Background: an optimization exercise with open tools, aiming at small area, a short achievable clock period and few clock cycles per item. Do not read the settings as production practice. Where RTL was checked, it was by simulation tests only, not by an equivalence proof against the original.

==> job 1079: inputs <==
Design pdec_unit, start of the top module:
module pdec_unit (
    input  wire        clk,
    input  wire        rst,        
    input  wire        start,      
    input  wire [2:0]  op,
    input  wire [2:0]  rel,        
    input  wire [63:0] s,
    input  wire [63:0] u,
    input  wire [4:0]  smap,       
    input  wire [3:0]  oplus,      
    input  wire [3:0]  ominus,     
    output wire        ready,
    output reg         done,       
    output wire [63:0] result,
    output wire        dx,         
    output wire        ovf         
);
    localparam integer S  = 17;                  
    localparam integer ND = (64 + S - 1) / S;    
    localparam integer NB = (50 + S - 1) / S;    
    localparam integer W  = (ND > 4 || NB > 4) ? 3 : 2;
    wire        in_sa, in_sb, in_es, in_dx, in_gt, in_eq, in_z;
    wire [14:0] in_g, in_p;
    wire [59:0] in_m, in_sc;
    wire [W-1:0] in_top;
    wire [63:0]  in_ab;
    pd_in #(.S(S), .ND(ND), .W(W)) u_in (
        .op(op), .s(s), .u(u), .smap(smap),
        .sa(in_sa), .sb(in_sb), .es(in_es), .dx(in_dx),
        .g(in_g), .p(in_p), .m(in_m), .sc(in_sc), .ab(in_ab), .top(in_top),
        .gt(in_gt), .eq(in_eq), .z(in_z)
    );
  ...
==> flow/config.mk <==
export PLATFORM = sky130hd
export DESIGN_NAME = pdec_unit
export DESIGN_NICKNAME = pdec_unit
export VERILOG_FILES = /design/flow/design.v
export SDC_FILE = /design/flow/constraint.sdc
export NUM_CORES = 4
export LEC_CHECK = 0
export ABC_AREA = 1
export CAP_MARGIN = 20
export CORE_MARGIN = 2
export CORE_UTILIZATION = 60
export PLACE_DENSITY = 0.75
export SLEW_MARGIN = 20
export SYNTH_HIERARCHICAL = 1
==> flow/constraint.sdc <==
create_clock -name core_clock -period 30.0 [get_ports {clk}]
set_input_delay 6.0000 -clock core_clock [delete_from_list [all_inputs] [get_ports {clk}]]
set_output_delay 6.0000 -clock core_clock [all_outputs]
set_load 0.01 [all_outputs]
standard.sh (not shown) runs the stock make flow with config.mk's settings and CLKGATE_MAP_FILE= SYNTH_SCRIPT=/design/flow/synth_recipe.tcl, a recipe that flattens the netlist after the stock synthesis.
==> flow/flow/run.sh <==
#!/bin/bash
# Own layout flow: the standard layout (standard.sh) with three resizer
# settings changed, nothing else:
#  - repair_timing is asked to leave a setup margin (flow/margin.txt), so it
#    sizes the paths for a short period instead of stopping at the 30 ns clock;
#  - gates may be resized across cell footprints;
#  - the port buffers are buf_2 cells instead of the delay cell buffer_ports
#    picks by default (every input and output port still gets a buffer).
# The clock, the SDC and every other step are the standard flow's. All tool output goes
# to flow_make.log in this folder.
set -euo pipefail
MARGIN=$(cat flow/margin.txt)
bash standard.sh SETUP_SLACK_MARGIN="$MARGIN" MATCH_CELL_FOOTPRINT=0 \
    BUFFER_PORTS_ARGS="-buffer_cell sky130_fd_sc_hd__buf_2" finish > flow_make.log 2>&1
==> flow/flow/margin.txt <==
21.3
==> job 977 (differences from job 1079) <==
--- a/flow/design.v
+++ b/flow/design.v
@@ -13,11 +13,10 @@
     output wire        dx,
     output reg  [14:0] g,          
     output reg  [14:0] p,          
     output reg  [59:0] m,          
     output reg  [59:0] sc,         
-    output reg  [63:0] ab,         
     output reg  [W-1:0] top,       
     output wire        gt,         
     output wire        eq,         
     output wire        z           
 );
@@ -54,34 +53,29 @@
             db = u[4*i+4 +: 4];
             nb = es ? {~(db[3] | db[2] | db[1]), db[2] ^ db[1], db[1], ~db[0]} : db;
             t  = {1'b0, da} + {1'b0, nb};
             g[i] = (t >= 5'd10);
             p[i] = (t == 5'd9);
-            m[4*i +: 4] = t[3:0];
+            m[4*i +: 4] = g[i] ? (t[3:0] - 4'd10) : t[3:0];
             sc[4*i +: 4] = {da[0], da[2] ^ da[3], da[1] ^ da[3], ~da[3]};
         end
     end
     assign gt = (s[63:4] > u[63:4]);
     assign eq = (s[63:4] == u[63:4]);
     assign z  = ((s[63:4] | u[63:4]) == 60'd0);
-    reg [63:0] lo1;                 
-    integer sh;
-    always @* begin
-        lo1 = {s[62:0], 1'b0};
-        for (sh = 1; sh < 64; sh = sh * 2)
-            lo1 = lo1 | (lo1 << sh);
-        ab = s ^ ({64{s[63]}} & lo1);
-    end
-    reg [ND-1:0] nz;
+    reg [ND-1:0] any1, all1;
     integer j;
     always @* begin
-        nz = {ND{1'b0}};
-        for (i = 0; i < 64; i = i + 1)
-            nz[i / S] = nz[i / S] | ab[i];
+        any1 = {ND{1'b0}};
+        all1 = {ND{1'b1}};
+        for (i = 0; i < 63; i = i + 1) begin
+            any1[i / S] = any1[i / S] | s[i];
+            all1[i / S] = all1[i / S] & s[i];
+        end
         top = {W{1'b0}};
         for (j = 1; j < ND; j = j + 1)
-            if (nz[j]) top = j;
+            if (s[63] ? !all1[j] : any1[j]) top = j;
     end
 endmodule
 module pd_out (
     input  wire [14:0] g,
     input  wire [14:0] p,
@@ -121,60 +115,24 @@
         end
     end
     wire gall = G[4][14];               
     wire cin  = es & gt;                
     wire comp = es & !gt;               
-    function [15:0] dtab(input [4:0] t);
-        case (t)
-            5'd0: dtab = {4'd8, 4'd9, 4'd1, 4'd0};
-            5'd1: dtab = {4'd7, 4'd8, 4'd2, 4'd1};
-            5'd2: dtab = {4'd6, 4'd7, 4'd3, 4'd2};
-            5'd3: dtab = {4'd5, 4'd6, 4'd4, 4'd3};
-            5'd4: dtab = {4'd4, 4'd5, 4'd5, 4'd4};
-            5'd5: dtab = {4'd3, 4'd4, 4'd6, 4'd5};
-            5'd6: dtab = {4'd2, 4'd3, 4'd7, 4'd6};
-            5'd7: dtab = {4'd1, 4'd2, 4'd8, 4'd7};
-            5'd8: dtab = {4'd0, 4'd1, 4'd9, 4'd8};
-            5'd9: dtab = {4'd9, 4'd0, 4'd0, 4'd9};
-            5'd10: dtab = {4'd9, 4'd15, 4'd0, 4'd10};
-            5'd11: dtab = {4'd9, 4'd14, 4'd0, 4'd11};
-            5'd12: dtab = {4'd9, 4'd13, 4'd0, 4'd12};
-            5'd13: dtab = {4'd9, 4'd12, 4'd0, 4'd13};
-            5'd14: dtab = {4'd9, 4'd11, 4'd0, 4'd14};
-            5'd15: dtab = {4'd9, 4'd10, 4'd0, 4'd15};
-            5'd16: dtab = {4'd2, 4'd3, 4'd7, 4'd6};
-            5'd17: dtab = {4'd1, 4'd2, 4'd8, 4'd7};
-            5'd18: dtab = {4'd0, 4'd1, 4'd9, 4'd8};
-            5'd19: dtab = {4'd9, 4'd0, 4'd0, 4'd9};
-            5'd20: dtab = {4'd9, 4'd15, 4'd0, 4'd10};
-            5'd21: dtab = {4'd9, 4'd14, 4'd0, 4'd11};
-            5'd22: dtab = {4'd9, 4'd13, 4'd0, 4'd12};
-            5'd23: dtab = {4'd9, 4'd12, 4'd0, 4'd13};
-            5'd24: dtab = {4'd9, 4'd11, 4'd0, 4'd14};
-            5'd25: dtab = {4'd9, 4'd10, 4'd0, 4'd15};
-            5'd26: dtab = {4'd8, 4'd9, 4'd1, 4'd0};
-            5'd27: dtab = {4'd7, 4'd8, 4'd2, 4'd1};
-            5'd28: dtab = {4'd6, 4'd7, 4'd3, 4'd2};
-            5'd29: dtab = {4'd5, 4'd6, 4'd4, 4'd3};
-            5'd30: dtab = {4'd4, 4'd5, 4'd5, 4'd4};
-            5'd31: dtab = {4'd3, 4'd4, 4'd6, 4'd5};
-            default: dtab = 16'd0;
-        endcase
-    endfunction
     reg [59:0] dig;
     reg        c;
-    reg [15:0] dt;
+    reg [3:0]  d0, d1;
     always @* begin
         for (i = 0; i < 15; i = i + 1) begin
             c  = (i == 0) ? cin : (G[4][i-1] | (P[4][i-1] & cin));
             c  = c & fe;
-            dt = dtab({g[i] & fe, acc[4*i+4 +: 4]});
+            d0 = acc[4*i+4 +: 4];
+            d1 = (d0 == 4'd9) ? 4'd0 : d0 + 4'd1;
             case ({comp & fe, c})
-                2'b00: dig[4*i +: 4] = dt[3:0];
-                2'b01: dig[4*i +: 4] = dt[7:4];
-                2'b10: dig[4*i +: 4] = dt[11:8];
-                default: dig[4*i +: 4] = dt[15:12];
+                2'b00: dig[4*i +: 4] = d0;
+                2'b01: dig[4*i +: 4] = d1;
+                2'b10: dig[4*i +: 4] = 4'd9 - d0;
+                default: dig[4*i +: 4] = 4'd9 - d1;
             endcase
         end
     end
     wire zero = es ? eq : z;
     wire neg  = !zero && (comp ? sb : sa);
@@ -211,22 +169,21 @@
     output wire [63:0] result,
     output wire        dx,         
     output wire        ovf         
 );
     localparam integer S  = 17;                  
-    localparam integer ND = (64 + S - 1) / S;    
+    localparam integer ND = (63 + S - 1) / S;    
     localparam integer NB = (50 + S - 1) / S;    
     localparam integer W  = (ND > 4 || NB > 4) ? 3 : 2;
     wire        in_sa, in_sb, in_es, in_dx, in_gt, in_eq, in_z;
     wire [14:0] in_g, in_p;
     wire [59:0] in_m, in_sc;
     wire [W-1:0] in_top;
-    wire [63:0]  in_ab;
     pd_in #(.S(S), .ND(ND), .W(W)) u_in (
         .op(op), .s(s), .u(u), .smap(smap),
         .sa(in_sa), .sb(in_sb), .es(in_es), .dx(in_dx),
-        .g(in_g), .p(in_p), .m(in_m), .sc(in_sc), .ab(in_ab), .top(in_top),
+        .g(in_g), .p(in_p), .m(in_m), .sc(in_sc), .top(in_top),
         .gt(in_gt), .eq(in_eq), .z(in_z)
     );
     wire in_fast = !(op == 3'd3 || op == 3'd4);
     reg        busy;
     assign ready = !busy;
@@ -244,13 +201,22 @@
         .cmp(r_cmp), .rel(r_rel), .oplus(r_oplus), .ominus(r_ominus),
         .multi(r_multi), .fe(r_fe), .acc(acc), .acc_ovf(r_ovf),
         .result(result), .ovf(ovf)
     );
     assign dx = r_dx;
-    wire [S*ND-1:0] x = {{(S*ND-64){1'b0}}, r_s};
+    reg [63:0] sr;
+    integer i1;
+    always @* begin
+        sr[3:0] = r_s[3:0];
+        for (i1 = 0; i1 < 15; i1 = i1 + 1)
+            sr[4*i1+4 +: 4] = {~r_s[4*i1+4], ~(r_s[4*i1+6] ^ r_s[4*i1+4]),
+                               ~(r_s[4*i1+5] ^ r_s[4*i1+4]), r_s[4*i1+7]};
+    end
+    wire cvd_neg = sr[63];
+    wire [S*ND-1:0] x = {{(S*ND-63){1'b0}}, sr[62:0] ^ {63{sr[63]}}};
     wire [S-1:0] chunk = x[S*cnt +: S];
-    wire cvd_ovf = (r_s >= 64'd1000000000000000);
+    wire cvd_ovf = cvd_neg ? (x[62:0] >= 63'd999999999999999) : (x[62:0] >= 63'd1000000000000000);
     reg [59:0] dbl, dn;
     reg [2:0]  e2;
     reg        c;
     integer    i2, k2;
     always @* begin
@@ -265,21 +231,31 @@
                 dn[4*i2 + 2] = (e2[2] & c) | (~e2[0] & e2[1] & ~c);
             end
             dbl = dn;
         end
     end
-    reg [59:0] fin;
-    integer    i3;
+    reg [59:0] bcd, fin;
+    reg [14:0] nine, ci;
+    reg [3:0]  d;
+    integer    i3, k3;
     always @* begin
         for (i3 = 0; i3 < 15; i3 = i3 + 1) begin
             case (dbl[4*i3 +: 3])
-                3'b000: fin[4*i3 +: 4] = dbl[4*i3+3] ? 4'd5 : 4'd0;
-                3'b001: fin[4*i3 +: 4] = dbl[4*i3+3] ? 4'd6 : 4'd1;
-                3'b010: fin[4*i3 +: 4] = dbl[4*i3+3] ? 4'd7 : 4'd2;
-                3'b011: fin[4*i3 +: 4] = dbl[4*i3+3] ? 4'd8 : 4'd3;
-                default: fin[4*i3 +: 4] = dbl[4*i3+3] ? 4'd9 : 4'd4;
+                3'b000: d = dbl[4*i3+3] ? 4'd5 : 4'd0;
+                3'b001: d = dbl[4*i3+3] ? 4'd6 : 4'd1;
+                3'b010: d = dbl[4*i3+3] ? 4'd7 : 4'd2;
+                3'b011: d = dbl[4*i3+3] ? 4'd8 : 4'd3;
+                default: d = dbl[4*i3+3] ? 4'd9 : 4'd4;
             endcase
+            bcd[4*i3 +: 4] = d;
+            nine[i3] = (d == 4'd9);
+        end
+        for (i3 = 0; i3 < 15; i3 = i3 + 1) begin
+            ci[i3] = cvd_neg;
+            for (k3 = 0; k3 < i3; k3 = k3 + 1)
+                ci[i3] = ci[i3] & nine[k3];
+            fin[4*i3 +: 4] = ci[i3] ? (nine[i3] ? 4'd0 : bcd[4*i3 +: 4] + 4'd1) : bcd[4*i3 +: 4];
         end
     end
     reg [59:0]  hlv, hn;
     reg [S-1:0] nbits;
     reg         sn, f;
@@ -326,27 +302,27 @@
         end else begin
             busy <= !last;
             done <= last;
         end
         if (!busy) begin
-            r_s      <= (op == 3'd4) ? in_ab : {in_sc[59:30], in_fast ? {in_g, in_p} : in_sc[29:0], s[3:0]};
+            r_s      <= {in_sc[59:30], in_fast ? {in_g, in_p} : in_sc[29:0], s[3:0]};
             r_oplus  <= oplus;
             r_ominus <= ominus;
             r_dx     <= in_dx;
             r_multi  <= (op == 3'd3 || op == 3'd4);
             r_cvd    <= (op == 3'd4);
-            r_neg    <= (op == 3'd4) ? s[63] : in_sa;
+            r_neg    <= in_sa;
             cnt      <= (op == 3'd4) ? in_top : {W{1'b0}};
             r_fe     <= in_fast && (op != 3'd2);
             acc      <= {(op == 3'd4 || op == 3'd2) ? 60'd0 : in_m, 4'd0};
             r_ovf    <= 1'b0;
             seen     <= 1'b0;
         end else if (r_cvd) begin
             cnt   <= cnt - 1'b1;
             r_ovf <= cvd_ovf;
             if (cnt == 0)
-                acc <= {fin, r_neg ? r_ominus : r_oplus};
+                acc <= {fin, cvd_neg ? r_ominus : r_oplus};
             else
                 acc[63:4] <= dbl;
         end else begin
             cnt  <= cnt + 1'b1;
             seen <= sn;
==> flow/flow/margin.txt (replaced) <==
21.0
==> run notes <==
item                                                                                                           job 977           job 1079
Number of max-cap violations                                                                                         1                  0
Required time of the worst setup path                                                                         30.22 ns           24.00 ns
Count of multi-input combinational gates                                                                          6476               7020
Total wire length                                                                                            170000 um          219000 um
Capture point of the worst reg-to-reg path                                                           r_s[28]$_DFFE_PP_  acc[33]$_DFFE_PP_
Global Route met1 Usage                                                                                          51.4%              56.7%
Number of core rows                                                                                                 99                103
First-pass GRT wire length                                                                                   252000 um          317000 um
Final-stage net count                                                                                             8854               9320
Worst-margin pin slew                                                                                          1.75 ns            1.27 ns
Routed via count divided by cell count                                                                            5.80               6.23
Depth of the critical timing path with buffers and inverters included                                               22                  9
Worst-case clock skew                                                                                        0.0242 ns          0.0187 ns
GRT met3 Usage                                                                                                   8.81%              16.3%
Run status                                                                                    finished with violations  timing/DRC/antenna clean
Reasons for failing layout checks                                      max-capacitance violations, max-slew violations                  -
Min-delay src                                                                                       r_ovf$_SDFFE_PN0P_  seen$_SDFFE_PN0N_
Worst setup slack after placement                                                                             19.93 ns           20.43 ns
Number of global-route vias before repair                                                                        47728              54608
Clock latency of the later-clocked register in the worst-skew pair                                             0.50 ns            0.49 ns
# clk buffers                                                                                                       21                 17
Testbench counts of job 977, summed over its fixed seeds: cycles 15,174, ops 8,000.
For job 1079, only the layout was checked, not whether the RTL still works.

==> port drivers added, routing unchanged <==
Ports are ideal in the flow. The routed layouts listed here were re-timed in OpenROAD. Step 1, drivers: a clkbuf_16 drives clk and a buf_2 each remaining input, both assumed. Step 2 times the ports against the registers' clock, not the clock port: input delays grow and output delays shrink by t, the midpoint of the rising clock arrivals with the driver on. a / b / c = ideal ports / drivers / drivers and shift; a / b = the first two.
| run | t, ns | slack for setup (ns) | hold WS [ns] | latest minus earliest clock arrival (ns) | slew at the worst register clock pin (ns) |
|---|---|---|---|---|---|
| job 1079 | 0.538 | 21.244 / 21.182 / 20.818 | 0.533 / 0.533 / 0.533 | 0.020 / 0.019 | 0.08 / 0.08 |
| job 977 | 0.551 | 20.861 / 20.834 / 20.283 | 0.495 / 0.495 / 0.495 | 0.024 / 0.024 | 0.08 / 0.08 |
The setup slack of job 977, which loses most, moves by -0.027 ns with the drivers and by -0.578 ns with both steps.
